This is an optimization exercise on Yosys and OpenROAD, whose aim is small area, a short achievable clock period and few clock cycles, not a production implementation. The RTL was checked by simulation tests, not by an equivalence proof against the original design. Power is estimated from default activity; no workload was simulated.

==> run E: inputs <==
// pred_enc
module pred_enc (
    input  wire        clk,
    input  wire        rst,
    input  wire        in_valid,
    output wire        in_ready,
    input  wire [15:0] in_r,
    input  wire [15:0] in_g,
    input  wire [15:0] in_b,
    input  wire [15:0] in_ar,
    input  wire [15:0] in_ag,
    input  wire [15:0] in_ab,
    input  wire        in_odd,
    input  wire        in_pred_en,
    input  wire        in_last,
    output wire        out_valid,
    input  wire        out_ready,
    output wire [63:0] out_data,
    output wire [15:0] out_entry,
    output wire        out_last
);
Settings: LEC_CHECK=0, CAP_MARGIN=20, CORE_MARGIN=2, CORE_UTILIZATION=50, SLEW_MARGIN=20; clock period 22.0 ns.
standard.sh (not shown) runs the stock make flow with config.mk's settings and CLKGATE_MAP_FILE= SYNTH_SCRIPT=/design/flow/synth_recipe.tcl, a recipe that flattens the netlist after the stock synthesis.
==> flow/flow/run.sh <==
#!/bin/bash
# Layout flow: the standard ORFS flow (standard.sh, every step unchanged,
# same clock, constraints and synthesis), with one difference: the setup
# repair that ORFS runs after floorplan, CTS and global routing aims at a
# slack margin below the clock period (SETUP_SLACK_MARGIN), so that the
# paths are sized for the period the design can reach instead of stopping
# once 22 ns is met. Gate cloning is off so the registers stay exactly the
# standard synthesis's. make's output goes to standard_flow.log; ORFS keeps
# each step's full log under orfs/logs.
set -euo pipefail
target_ns=${TARGET_NS:-6.0}
margin=$(python3 -c "print(round(${FLOW_PERIOD_NS} - ${target_ns}, 3))")
echo "period ${FLOW_PERIOD_NS} ns, repair target ${target_ns} ns, SETUP_SLACK_MARGIN=${margin}" > flow_settings.log
bash standard.sh "SETUP_SLACK_MARGIN=${margin}" SKIP_GATE_CLONING=1 finish > standard_flow.log 2>&1
==> run X (differences from run E) <==
--- a/flow/design.v
+++ b/flow/design.v
@@ -22,11 +22,11 @@
     localparam [1:0] MODE_PRED = 2'b10;
     localparam [1:0] MODE_RAW  = 2'b11;
     localparam integer RING  = 68;          
     localparam integer TAP   = RING - 3;    
     localparam integer SW    = 84;          
-    localparam integer AW    = 170;         
+    localparam integer AW    = 234;         
     localparam integer HOLES = RING - 64;   
     integer i, c, kk;
     function [16:0] add16;
         input [15:0] a;
         input [15:0] b;
@@ -104,14 +104,15 @@
         end
     endfunction
     reg rst_q;
     always @(posedge clk) rst_q <= rst;
     reg        in_rdy;
+    reg        in_rdy_o;             
     reg        in_first;             
     reg [1:0]  inflight;             
     wire       in_fire = in_valid & in_rdy;
-    assign in_ready = in_rdy;
+    assign in_ready = in_rdy_o;
     reg        s0_v, s0_first, s0_last, s0_odd, s0_pen;
     reg [41:0] s0_u, s0_a;
     always @(posedge clk) begin
         s0_u     <= {in_r[13:0], in_g[13:0], in_b[13:0]};
         s0_a     <= {in_ar[13:0], in_ag[13:0], in_ab[13:0]};
@@ -453,115 +454,80 @@
             r2_hbits <= r1_k;
             r2_ent   <= {blen, bmode};
         end
     end
     reg [AW-1:0] acc;               
-    reg [7:0]    occ;               
-    reg [1:0]    nba;               
-    reg          hasb;              
-    reg [10:0]   enta, entb;
-    reg          ob_v, ob_vo, sk_v;
-    reg [63:0]   ob_d, sk_d;
-    reg [10:0]   ob_e, sk_e;
-    reg          ob_l, sk_l;
-    wire        emit   = occ[7] | occ[6];                  
-    wire        emit_g = emit & ~sk_v;
-    wire [7:0]  pe_occ = emit_g ? {occ[7:6] - 2'd1, occ[5:0]} : occ;
-    wire        a_gone = emit_g & (nba == 2'd1);
-    wire [1:0]  pe_nba = (emit_g && nba != 2'd0) ? nba - 2'd1 : nba;
-    wire        pe_hasb = hasb & ~a_gone;
-    wire [10:0] pe_enta = a_gone ? entb : enta;
-    wire [15:0] xa  = {8'd0, occ};
+    reg [8:0]    occ;               
+    reg [43:0]   sent;              
+    reg [3:0]    slast;             
+    reg          ov;                
+    reg          ov_o;              
+    wire [15:0] xa  = {7'd0, occ};
     wire [15:0] xb  = {9'd0, r2_len};
     wire [15:0] xc  = r2_hdr ? 16'd12 : 16'd0;
     wire [15:0] xs  = xa ^ xb ^ xc;
     wire [15:0] xk  = ((xa & xb) | (xa & xc) | (xb & xc)) << 1;
     wire [16:0] xx  = add16(xs, xk, 1'b0);
     wire [8:0]  x   = xx[8:0];
-    wire        fits = emit_g ? ~gt16({7'd0, x}, AW + 64) : ~gt16({7'd0, x}, AW);
-    wire [8:0]  fill = emit_g ? {x[8:6] - 3'd1, x[5:0]} : x;
-    assign r2_acc = r2_v & fits & ~(r2_last & pe_hasb);
+    wire        ins = r2_v & ~gt16({7'd0, x}, AW);
+    assign r2_acc = ins;
     wire [16:0] shs  = add16(AW, {8'hFF, ~x[7:0]}, 1'b1);   
-    wire [7:0]  sh   = emit_g ? {shs[7:6] + 2'd1, shs[5:0]} : shs[7:0];
-    wire [AW-1:0] tok_at = {{(AW-94){1'b0}}, r2_tok} << sh;
-    wire [AW-1:0] hdr_at = {r2_hbits, {(AW-12){1'b0}}} >> {pe_occ[7:6], 6'd0};
-    wire [AW-1:0] acc_pe = emit_g ? {acc[AW-65:0], 64'd0} : acc;
-    wire [2:0]  fup  = fill[8:6] + {2'd0, fill[5:0] != 6'd0};    
+    wire [AW-1:0] tok_at = {{(AW-94){1'b0}}, r2_tok} << shs[7:0];
+    wire [AW-1:0] hdr_at = {r2_hbits, {(AW-12){1'b0}}} >> {occ[7:6], 6'd0};
+    wire [AW-1:0] acc_i  = acc | (ins ? (tok_at | (r2_hdr ? hdr_at : {AW{1'b0}})) : {AW{1'b0}});
+    wire [2:0]  fup  = x[8:6] + {2'd0, x[5:0] != 6'd0};      
+    wire [8:0]  xm1  = x - 9'd1;
+    reg  [3:0]  touch;
+    reg  [43:0] sent_i;
+    reg  [3:0]  slast_i;
+    always @(*) begin
+        for (i = 0; i < 4; i = i + 1)
+            touch[i] = (occ[8:6] <= i) && (xm1[8:6] >= i) && (x != occ);
+        sent_i  = sent;
+        slast_i = slast;
+        if (ins) begin
+            for (i = 0; i < 4; i = i + 1)
+                if (touch[i]) sent_i[43 - 11*i -: 11] = sent[43 - 11*i -: 11] | r2_ent;
+            if (r2_last)
+                slast_i[3 - xm1[7:6]] = 1'b1;
+        end
+    end
+    wire [8:0]  occ_i = ins ? (r2_last ? {fup, 6'd0} : x) : occ;
+    wire        emit   = ov & out_ready;
+    wire [8:0]  occ_e  = {occ_i[8:6] - 3'd1, occ_i[5:0]};
     always @(posedge clk) begin
         if (rst_q) begin
-            acc  <= {AW{1'b0}};
-            occ  <= 8'd0;
-            nba  <= 2'd0;
-            hasb <= 1'b0;
+            acc   <= {AW{1'b0}};
+            occ   <= 9'd0;
+            sent  <= 44'd0;
+            slast <= 4'd0;
+        end else if (emit) begin
+            acc   <= {acc_i[AW-65:0], 64'd0};
+            occ   <= occ_e;
+            sent  <= {sent_i[32:0], 11'd0};
+            slast <= {slast_i[2:0], 1'b0};
         end else begin
-            acc <= acc_pe | (r2_acc ? (tok_at | (r2_hdr ? hdr_at : {AW{1'b0}})) : {AW{1'b0}});
-            enta <= pe_enta;
-            if (r2_acc) begin
-                if (r2_first) begin
-                    if (pe_nba != 2'd0) begin
-                        entb <= r2_ent;
-                    end else begin
-                        enta <= r2_ent;
-                    end
-                end
-                if (r2_last) begin
-                    occ  <= {fup[1:0], 6'd0};
-                    nba  <= fup[1:0];
-                    hasb <= 1'b0;
-                end else begin
-                    occ  <= fill[7:0];
-                    nba  <= pe_nba;
-                    hasb <= r2_first ? (pe_nba != 2'd0) : pe_hasb;
-                end
-            end else begin
-                occ  <= pe_occ;
-                nba  <= pe_nba;
-                hasb <= pe_hasb;
-            end
+            acc   <= acc_i;
+            occ   <= occ_i;
+            sent  <= sent_i;
+            slast <= slast_i;
         end
-    end
-    wire pop = ob_v & out_ready;
-    always @(posedge clk) begin
         if (rst | rst_q) begin
-            ob_v  <= 1'b0;
-            ob_vo <= 1'b0;
-            sk_v  <= 1'b0;
+            ov   <= 1'b0;
+            ov_o <= 1'b0;
         end else begin
-            if (pop) begin
-                ob_v  <= sk_v | emit_g;
-                ob_vo <= sk_v | emit_g;
-                sk_v  <= 1'b0;
-            end else if (emit_g) begin
-                ob_v  <= 1'b1;
-                ob_vo <= 1'b1;
-                sk_v  <= ob_v;
-            end
-        end
-        if (emit_g && ob_v) begin
-            sk_d <= acc[AW-1 -: 64];
-            sk_e <= enta;
-            sk_l <= (nba == 2'd1);
-        end
-        if (pop ? 1'b1 : ~ob_v) begin
-            if (pop && sk_v) begin
-                ob_d <= sk_d;
-                ob_e <= sk_e;
-                ob_l <= sk_l;
-            end else begin
-                ob_d <= acc[AW-1 -: 64];
-                ob_e <= enta;
-                ob_l <= (nba == 2'd1);
-            end
+            ov   <= emit ? (occ_i[8] | occ_i[7]) : (occ_i[8] | occ_i[7] | occ_i[6]);
+            ov_o <= (ov_o & out_ready) ? (occ_i[8] | occ_i[7]) : (occ_i[8] | occ_i[7] | occ_i[6]);
         end
     end
-    assign out_valid = ob_vo;
-    assign out_last  = ob_l;
-    assign out_entry = {5'd0, ob_e};
+    assign out_valid = ov_o;
+    assign out_last  = slast[3];
+    assign out_entry = {5'd0, sent[43:33]};
     genvar bi;
     generate
         for (bi = 0; bi < 8; bi = bi + 1) begin : g_bytes
-            assign out_data[8*bi +: 8] = ob_d[63 - 8*bi -: 8];
+            assign out_data[8*bi +: 8] = acc[AW - 1 - 8*bi -: 8];
         end
     endgenerate
     reg       sv;                    
     reg [6:0] tcnt;                  
     reg [2:0] hcnt;                  
@@ -588,15 +554,18 @@
     wire       rdy_f    = ~pass_v_2 & (~in_last | (infl_f != 2'd3));
     wire       rdy_0    = wr_ok_2 & (~in_first | (infl_0 != 2'd3));
     wire       wr_ok_nx = in_fire ? ~pass_v_2 : wr_ok_2;
     always @(posedge clk) begin
         if (rst) begin
-            in_rdy <= 1'b0;
+            in_rdy   <= 1'b0;
+            in_rdy_o <= 1'b0;
         end else if (rst_q) begin
-            in_rdy <= 1'b1;
+            in_rdy   <= 1'b1;
+            in_rdy_o <= 1'b1;
         end else begin
-            in_rdy <= in_fire ? rdy_f : rdy_0;
+            in_rdy   <= in_fire ? rdy_f : rdy_0;
+            in_rdy_o <= (in_valid & in_rdy_o) ? rdy_f : rdy_0;       
         end
         if (rst_q) begin
             in_first <= 1'b1;
             inflight <= 2'd0;
             wr_ok    <= 1'b1;
--- a/flow/flow/run.sh
+++ b/flow/flow/run.sh
@@ -6,9 +6,9 @@
 # paths are sized for the period the design can reach instead of stopping
 # once 22 ns is met. Gate cloning is off so the registers stay exactly the
 # standard synthesis's. make's output goes to standard_flow.log; ORFS keeps
 # each step's full log under orfs/logs.
 set -euo pipefail
-target_ns=${TARGET_NS:-6.0}
+target_ns=${TARGET_NS:-5.8}
 margin=$(python3 -c "print(round(${FLOW_PERIOD_NS} - ${target_ns}, 3))")
 echo "period ${FLOW_PERIOD_NS} ns, repair target ${target_ns} ns, SETUP_SLACK_MARGIN=${margin}" > flow_settings.log
 bash standard.sh "SETUP_SLACK_MARGIN=${margin}" SKIP_GATE_CLONING=1 finish > standard_flow.log 2>&1
CORE_UTILIZATION = 60   (was 50)
CTS_CLUSTER_DIAMETER = 50   (was not set)
CTS_CLUSTER_SIZE = 30   (was not set)
==> comparison table <==
Status: run X timing/DRC/antenna clean; run E timing/DRC/antenna clean
Fraction of met1 tracks used by global routing: run X 36.0%; run E 32.1%
Antenna cells: run X 21; run E 23
H-tree lvl count: run X 5; run E 6
Sequential fraction of design power: run X 42.2%; run E 39.1%
Fraction of standard cell area that is sequential: run X 56.1%; run E 55.6%
# placed instances: run X 24,377; run E 25,534
Internal power: run X 22.8 mW; run E 25.5 mW
Multiplexer fraction of the synthesized cell area: run X 3.18%; run E 3.06%
All-layer global routing usage: run X 27.0%; run E 22.7%
Final wirelength: run X 551,000 um; run E 558,000 um
Iteration count of the initial detailed-routing pass: run X 8; run E 9
Routability-driven placement congestion ratio: run X 0.965; run E 0.956
Wire length of the first global-routing pass: run X 826,000 um; run E 840,000 um
Power density relative to cell area: run X 132 nW/um2; run E 139 nW/um2
Slowest stage cell on the critical path: run X dfxtp_4; run E edfxtp_1
Termination of the worst setup path: run X out_entry[0]; run E out_last
Share of the final layout cell area in multi-input gates: run X 31.3%; run E 29.8%
Starting utilization of the core area: run X 60.2%; run E 50.1%
Number of logic inverters in the finished layout: run X 1,130; run E 1,127
Upper clock frequency limit: run X 167 MHz; run E 163 MHz
Met3 WL: run X 31,400 um; run E 30,000 um
Testbench counts of run E, summed over its fixed seeds: cycles 47,303.
Testbench counts of run X, summed over its fixed seeds: cycles 47,295.

what the ideal ports hide:
In the flow no input, the clock included, has a driving cell. The finished layouts below were timed again as built, in two steps.
Step 1: set_driving_cell puts a clkbuf_16 on clk and a buf_2 on each other input, an assumption about the parent block.
Step 2 adds t to the input delays and takes it off the output delays; t is the mean of the earliest and latest rising clock arrival at the registers after step 1. Input paths then give back, and output paths get back, about the clock's delay inside the block.
Slacks: ideal / step 1 / step 2; pairs: ideal / step 1.
run | shift t [ns] | setup slack, ns | hold WS [ns] | pins driven straight from the clock port
run E | 1.175 | 15.864 / 15.747 / 15.291 | 0.262 / 0.262 / 0.262 | 1
run X | 1.126 | 16.009 / 15.894 / 15.218 | 0.289 / 0.289 / 0.289 | 1
After both steps every run listed still meets setup and hold. For run X, which loses most, drivers alone change the setup slack by -0.115 ns; drivers and shift together by -0.791 ns.
